Source: an optimization exercise on an open RTL-to-GDS flow (aim: small area and a short achievable clock period). Production flows keep margins and buffers that such runs may drop.
Function was checked by simulation only, so behaviour that the tests miss may differ from the original.

== 06-09 ==
==> flow/design.v (excerpt) <==
module wbm (
    input  wire        clk,
    input  wire        rst,
    input  wire        cfg_we,
    input  wire [4:0]  cfg_addr,
    input  wire [31:0] cfg_wdata,
    input  wire        in_valid,
    input  wire [23:0] in_r,
    input  wire [23:0] in_g,
    input  wire [23:0] in_b,
    output wire        out_valid,
    output wire [23:0] out_r,
    output wire [23:0] out_g,
    output wire [23:0] out_b
);
    localparam [23:0] ONE = 24'h3f8000;
    localparam integer LAT = 17;
    reg        c_we;
    reg        c_rst;
    reg [4:0]  c_addr;
    reg [23:0] c_data;
    reg        c_en;
    always @(posedge clk) begin
        c_we   <= cfg_we & ~rst;
        c_rst  <= rst;
        c_addr <= cfg_addr;
        c_data <= cfg_wdata[23:0];
        c_en   <= cfg_wdata[31];
    end
    wire [23:0] d_zero = c_rst ? 24'd0 : c_data;
    wire [23:0] d_one  = c_rst ? ONE   : c_data;
    wire        d_en   = c_rst ? 1'b0  : c_en;
    wire        wr     = c_we & ~c_rst;
    reg [23:0] wb [0:2];
    reg [23:0] cm [0:8];
    reg [23:0] co [0:2];
    reg        hl_en;
    reg [23:0] white;
    integer n;
    always @(posedge clk) begin
        for (n = 0; n < 3; n = n + 1) begin
            if (c_rst || (wr && c_addr == n))      wb[n] <= d_one;
            if (c_rst || (wr && c_addr == 16 + n)) co[n] <= d_zero;
        end
        for (n = 0; n < 9; n = n + 1)
            if (c_rst || (wr && c_addr == 4 + n))
                cm[n] <= (n == 0 || n == 4 || n == 8) ? d_one : d_zero;
        if (c_rst || (wr && c_addr == 5'd20)) begin
            hl_en <= d_en;
            white <= d_one;
        end
    end
    reg        v_pipe [0:LAT-1];
    reg [23:0] px [0:2];
    always @(posedge clk) begin
        px[0] <= in_r;
        px[1] <= in_g;
        px[2] <= in_b;
    end
    always @(posedge clk) begin
        if (rst) begin
            for (n = 0; n < LAT; n = n + 1)
                v_pipe[n] <= 1'b0;
        end else begin
            v_pipe[0] <= in_valid;
            for (n = 1; n < LAT; n = n + 1)
                v_pipe[n] <= v_pipe[n-1];
  ...
Size: about 22000 cells after synthesis, about 190 I/O pins, roughly 210000 sq um of cells after synthesis.
==> module v24_mul, before the edit <==
module v24_mul (
    input  wire        clk,
    input  wire [23:0] a,
    input  wire [23:0] b,
    output reg  [23:0] y
);
    function automatic [3:0] tz15(input [14:0] v);
        integer i;
        begin
            tz15 = 4'd15;
            for (i = 14; i >= 0; i = i - 1)
                if (v[i]) tz15 = i[3:0];
        end
    endfunction
    wire [31:0] r0, r1;
    mul16_tree u_t (.x({1'b1, a[14:0]}), .y({1'b1, b[14:0]}), .r0(r0), .r1(r1));
    wire [4:0]  tzs  = {1'b0, tz15(a[14:0])} + {1'b0, tz15(b[14:0])};
    wire [14:0] lo = {1'b0, r0[13:0]} + {1'b0, r1[13:0]};
    reg  [31:14] q_r0, q_r1;
    reg         q_c;
    reg  [7:0]  q_eb;      
    reg         q_sh, q_sl, q_s;
    always @(posedge clk) begin
        q_r0 <= r0[31:14];
        q_r1 <= r1[31:14];
        q_c  <= lo[14];
        q_eb <= b[22:15];
        q_sh <= (tzs < 5'd15);    
        q_sl <= (tzs < 5'd14);    
        q_s  <= a[23] ^ b[23];
    end
    wire [31:14] p    = q_r0 + q_r1 + {17'd0, q_c};
    wire        n     = p[31];
    wire [15:0] mant  = n ? p[31:16] : p[30:15];
    wire        guard = n ? p[15] : p[14];
    wire        st    = n ? q_sh : q_sl;
    reg  [14:0] r_m;       
    reg         r_rb, r_s, r_n;
    reg  [7:0]  r_eb;
    always @(posedge clk) begin
        r_m  <= mant[14:0];
        r_rb <= guard & (st | mant[0]);
        r_n  <= n;
        r_eb <= q_eb;
        r_s  <= q_s;
    end
    wire [15:0] mr = {1'b0, r_m} + {15'd0, r_rb};
    wire        z    = (a[22:15] == 8'd0) || (r_eb == 8'd0);
    wire [9:0]  base = z ? 10'h200 : ({2'b00, a[22:15]} + {2'b00, r_eb} - 10'd127);
    wire        ovf  = mr[15];
    wire        k    = r_n | ovf;
    wire        uf   = base[9] || (base == 10'd0 && !k);
    wire        of   = !base[9] && (base[8] || base[7:0] == 8'd255 || (base[7:0] == 8'd254 && k));
    wire [7:0]  eo   = base[7:0] + {7'd0, k};
    always @(posedge clk) begin
        if (uf)
            y <= {r_s, 23'd0};
        else if (of)
            y <= {r_s, 8'd254, 15'h7fff};
        else
            y <= {r_s, eo, mr[14:0]};
    end
endmodule
==> module v24_add, before the edit <==
module v24_add (
    input  wire        clk,
    input  wire [23:0] a,
    input  wire [23:0] b,
    output reg  [23:0] y
);
    function automatic lost4(input [14:0] m, input [2:0] c);
        begin
            case (c)
                3'd0:    lost4 = 1'b0;
                3'd1:    lost4 = m[0];
                3'd2:    lost4 = |m[4:0];
                3'd3:    lost4 = |m[8:0];
                3'd4:    lost4 = |m[12:0];
                default: lost4 = 1'b1;
            endcase
        end
    endfunction
    wire        a_zero = (a[22:15] == 8'd0);
    wire        b_zero = (b[22:15] == 8'd0);
    wire [8:0]  dab  = {1'b0, a[22:15]} - {1'b0, b[22:15]};
    wire [8:0]  dba  = {1'b0, b[22:15]} - {1'b0, a[22:15]};
    wire        swap = dab[8] || (dab[7:0] == 8'd0 && b[14:0] > a[14:0]);
    wire [7:0]  d    = swap ? dba[7:0] : dab[7:0];
    wire [23:0] big  = swap ? b : a;
    wire [23:0] sml  = swap ? a : b;
    wire        sml_zero = swap ? a_zero : b_zero;
    wire [18:0] ys   = {1'b1, sml[14:0], 3'b000};
    wire [18:0] ysc  = (sml_zero || d >= 8'd20) ? 19'd0 : (ys >> {d[4:2], 2'b00});
    wire [2:0]  ca   = (dba[7:0] >= 8'd20) ? 3'd5 : dba[4:2];
    wire [2:0]  cb   = (dab[7:0] >= 8'd20) ? 3'd5 : dab[4:2];
    wire        st_a = !a_zero && lost4(a[14:0], ca);
    wire        st_b = !b_zero && lost4(b[14:0], cb);
    wire        st   = swap ? st_a : st_b;
    reg  [14:0] q_xm;
    reg  [18:0] q_ys;
    reg  [1:0]  q_df;
    reg         q_st;      
    reg  [7:0]  q_e;
    reg         q_s, q_sub;
    always @(posedge clk) begin
        q_xm  <= big[14:0];
        q_ys  <= ysc;
        q_df  <= (d >= 8'd20) ? 2'd0 : d[1:0];
        q_st  <= st;
        q_e   <= big[22:15];
        q_s   <= (a_zero & b_zero) ? (a[23] & b[23]) : big[23];
        q_sub <= big[23] ^ sml[23];
    end
    wire [18:0] ysh = q_ys >> q_df;
    wire        stf = (q_df == 2'd1) ? q_ys[0] :
                      (q_df == 2'd2) ? |q_ys[1:0] :
                      (q_df == 2'd3) ? |q_ys[2:0] : 1'b0;
    wire [18:0] ya  = {ysh[18:1], ysh[0] | q_st | stf};
    wire [19:0] xb  = {2'b01, q_xm, 3'b000};
    wire [19:0] s   = q_sub ? (xb - {1'b0, ya}) : (xb + {1'b0, ya});
    reg  [2:0]  nz4;
    always @* begin
        if (s[19:16] != 4'd0)      nz4 = 3'd0;
        else if (s[15:12] != 4'd0) nz4 = 3'd1;
        else if (s[11:8] != 4'd0)  nz4 = 3'd2;
        else if (s[7:4] != 4'd0)   nz4 = 3'd3;
        else                       nz4 = 3'd4;
    end
    wire [19:0] sc = s << {nz4, 2'b00};
    reg  [19:0] r_s;
    reg  [2:0]  r_c;       
    reg  [7:0]  r_e;       
    reg         r_sg;
    always @(posedge clk) begin
        r_s  <= sc;
        r_c  <= nz4;
        r_e  <= q_e;
        r_sg <= q_s;
    end
    reg  [1:0]  f;
    always @* begin
        if (r_s[19])      f = 2'd0;
        else if (r_s[18]) f = 2'd1;
        else if (r_s[17]) f = 2'd2;
        else              f = 2'd3;
    end
    wire [19:0] norm  = r_s << f;
    wire [14:0] m     = norm[18:4];
    wire        guard = norm[3];
    wire        stk   = |norm[2:0];
    wire [15:0] mr = {1'b0, m} + {15'd0, guard & (stk | m[0])};
    wire [9:0]  base = {2'b00, r_e} + 10'd1 - {5'd0, r_c, f};
    wire        ovf  = mr[15];
    wire        uf   = base[9] || (base == 10'd0 && !ovf);
    wire        of   = !base[9] && (base[8] || base[7:0] == 8'd255 || (base[7:0] == 8'd254 && ovf));
    wire [7:0]  eo   = base[7:0] + {7'd0, ovf};
    always @(posedge clk) begin
        if (r_e == 8'd0)           
            y <= {r_sg, 23'd0};
        else if (!norm[19])
            y <= 24'd0;
        else if (uf)
            y <= {r_sg, 23'd0};
        else if (of)
            y <= {r_sg, 8'd254, 15'h7fff};
        else
            y <= {r_sg, eo, mr[14:0]};
    end
endmodule
==> flow/config.mk <==
export PLATFORM = sky130hd
export DESIGN_NAME = wbm
export DESIGN_NICKNAME = wbm
export VERILOG_FILES = /design/flow/design.v
export SDC_FILE = /design/flow/constraint.sdc
export NUM_CORES = 8
export LEC_CHECK = 0
export CAP_MARGIN = 20
export CORE_MARGIN = 2
export CORE_UTILIZATION = 60
export PLACE_DENSITY = 0.7
export SLEW_MARGIN = 20
==> flow/constraint.sdc <==
create_clock -name core_clock -period 18.0 [get_ports {clk}]
set_input_delay 3.6000 -clock core_clock [delete_from_list [all_inputs] [get_ports {clk}]]
set_output_delay 3.6000 -clock core_clock [all_outputs]
set_load 0.01 [all_outputs]
standard.sh (not shown) runs the stock make flow with config.mk's settings and CLKGATE_MAP_FILE= SYNTH_SCRIPT=/design/flow/synth_recipe.tcl, a recipe that flattens the netlist after the stock synthesis.
==> flow/flow/run.sh <==
#!/bin/bash
# Layout flow: the standard synthesis, then an inverter-polarity clean-up of
# the gate netlist around the full adders (flow/polarity.py; registers are not
# touched; if the cleaned netlist does not elaborate against the cell library,
# the standard netlist is kept), then the standard ORFS flow from the
# synthesised netlist on, with timing repair aimed at a tighter setup margin
# than the 18 ns clock needs, plain port buffers and no dummy clock loads.
# Each step's full output goes to a log file in this folder.
set -euo pipefail
MARGIN=${MARGIN:-13.2}
R=orfs/results/sky130hd/wbm/base
LIB=$FLOW_HOME/platforms/sky130hd/lib/sky130_fd_sc_hd__tt_025C_1v80.lib
bash standard.sh synth > flow_synth.log 2>&1
cp $R/1_2_yosys.v $R/1_2_yosys_std.v
if python3 flow/polarity.py $R/1_2_yosys_std.v $R/1_2_yosys_pol.v > flow_polarity.log 2>&1 &&
   yosys -p "read_liberty -lib $LIB; read_verilog $R/1_2_yosys_pol.v; hierarchy -check -top $FLOW_TOP" \
       > flow_polarity_check.log 2>&1; then
    sleep 1
    cp $R/1_2_yosys_pol.v $R/1_2_yosys.v
    touch $R/1_2_yosys.v
else
    echo "polarity clean-up not used" >> flow_polarity.log
fi
bash standard.sh SETUP_SLACK_MARGIN=$MARGIN MAX_REPAIR_ANTENNAS_ITER_GRT=15 \
    MAX_REPAIR_ANTENNAS_ITER_DRT=15 \
    "BUFFER_PORTS_ARGS=-buffer_cell sky130_fd_sc_hd__buf_2" \
    "CTS_ARGS=-sink_clustering_enable -repair_clock_nets -dont_use_dummy_load -sink_clustering_size 30 -sink_clustering_max_diameter 100 -wire_unit 5 -buf_list sky130_fd_sc_hd__clkbuf_16" \
    finish > flow_finish.log 2>&1
Other scripts of this flow, unchanged in this note and not shown: flow/flow/polarity.py
The following lists how 12-07 was set up differently from 06-09:
--- a/flow/design.v
+++ b/flow/design.v
@@ -44,22 +44,23 @@
         r_eb <= q_eb;
         r_s  <= q_s;
     end
     wire [15:0] mr = {1'b0, r_m} + {15'd0, r_rb};
-    wire        z    = (a[22:15] == 8'd0) || (r_eb == 8'd0);
-    wire [9:0]  base = z ? 10'h200 : ({2'b00, a[22:15]} + {2'b00, r_eb} - 10'd127);
-    wire        ovf  = mr[15];
-    wire        k    = r_n | ovf;
-    wire        uf   = base[9] || (base == 10'd0 && !k);
-    wire        of   = !base[9] && (base[8] || base[7:0] == 8'd255 || (base[7:0] == 8'd254 && k));
-    wire [7:0]  eo   = base[7:0] + {7'd0, k};
+    wire        z  = (a[22:15] == 8'd0) || (r_eb == 8'd0);
+    wire [9:0]  e0 = z ? 10'h200 : ({2'b00, a[22:15]} + {2'b00, r_eb} - 10'd127 + {9'd0, r_n});
+    wire [9:0]  e1  = e0 + 10'd1;
+    wire        uf0 = e0[9] || e0 == 10'd0;
+    wire        of0 = !e0[9] && (e0[8] || e0[7:0] == 8'd255);
+    wire        uf1 = e1[9] || e1 == 10'd0;
+    wire        of1 = !e1[9] && (e1[8] || e1[7:0] == 8'd255);
+    wire        ovf = mr[15];
     always @(posedge clk) begin
-        if (uf)
+        if (ovf ? uf1 : uf0)
             y <= {r_s, 23'd0};
-        else if (of)
+        else if (ovf ? of1 : of0)
             y <= {r_s, 8'd254, 15'h7fff};
         else
-            y <= {r_s, eo, mr[14:0]};
+            y <= {r_s, ovf ? e1[7:0] : e0[7:0], mr[14:0]};
     end
 endmodule
 module mul16_tree (input wire [15:0] x, input wire [15:0] y, output wire [31:0] r0, output wire [31:0] r1);
   wire pp_0_0 = x[0] & y[0];
@@ -827,13 +828,18 @@
     wire [14:0] m     = norm[18:4];
     wire        guard = norm[3];
     wire        stk   = |norm[2:0];
     wire [15:0] mr = {1'b0, m} + {15'd0, guard & (stk | m[0])};
-    wire [9:0]  base = {2'b00, r_e} + 10'd1 - {5'd0, r_c, f};
-    wire        ovf  = mr[15];
-    wire        uf   = base[9] || (base == 10'd0 && !ovf);
-    wire        of   = !base[9] && (base[8] || base[7:0] == 8'd255 || (base[7:0] == 8'd254 && ovf));
-    wire [7:0]  eo   = base[7:0] + {7'd0, ovf};
+    wire [9:0]  e0 = {2'b00, r_e} + 10'd1 - {5'd0, r_c, f};
+    wire [9:0]  e1 = {2'b00, r_e} + 10'd2 - {5'd0, r_c, f};
+    wire        uf0 = e0[9] || e0 == 10'd0;
+    wire        of0 = !e0[9] && (e0[8] || e0[7:0] == 8'd255);
+    wire        uf1 = e1[9] || e1 == 10'd0;
+    wire        of1 = !e1[9] && (e1[8] || e1[7:0] == 8'd255);
+    wire        ovf = mr[15];
+    wire        uf  = ovf ? uf1 : uf0;
+    wire        of  = ovf ? of1 : of0;
+    wire [7:0]  eo  = ovf ? e1[7:0] : e0[7:0];
     always @(posedge clk) begin
         if (r_e == 8'd0)           
             y <= {r_sg, 23'd0};
         else if (!norm[19])
==> comparison <==
12-07 finished every step from synthesis to the final layout, and the layout passed the timing, design-rule and antenna checks.
Data-path buffer share of cell area in the final layout, 06-09 and 12-07, lower one = 12-07.
Any difference in final worst-path cycle share between 06-09 and 12-07 is small enough to ignore.
From 06-09 to 12-07 the numbers moved as follows: global-route wire length before repair went up 30 mm, cell area went up about 2.2%, clock network area share held.
[compare] base=06-09 new=12-07: cell area after technology mapping has increased, highest clock rate now larger.

## separate check: timing with driven ports
The flow's constraints put no driver on any port. The routed layouts listed below were extracted and timed again, unchanged, in two steps.
Step 1 assumes that a clkbuf_16 drives the clock port and a buf_2 every other input.
Step 2 adds t to the input delays and takes it off the output delays; t is the mean of the earliest and latest rising clock arrival at the registers after step 1. Input paths then give back, and output paths get back, about the clock's delay inside the block.
a / b / c = no drivers / after step 1 / after step 2; a / b = the first two.
| run | shift t [ns] | slack for setup (ns) | worst hold slack (ns) | clock arrival spread, ns | worst slew at a driven data input, ns |
|---|---|---|---|---|---|
| 06-09 | 0.823 | 13.160 / 13.054 / 13.280 | 0.273 / 0.273 / 0.273 | 0.139 / 0.139 | 0.06 |
| 12-07 | 0.841 | 13.176 / 13.059 / 13.291 | 0.239 / 0.239 / 0.239 | 0.160 / 0.160 | 0.13 |
After both steps every run listed still meets setup and hold.
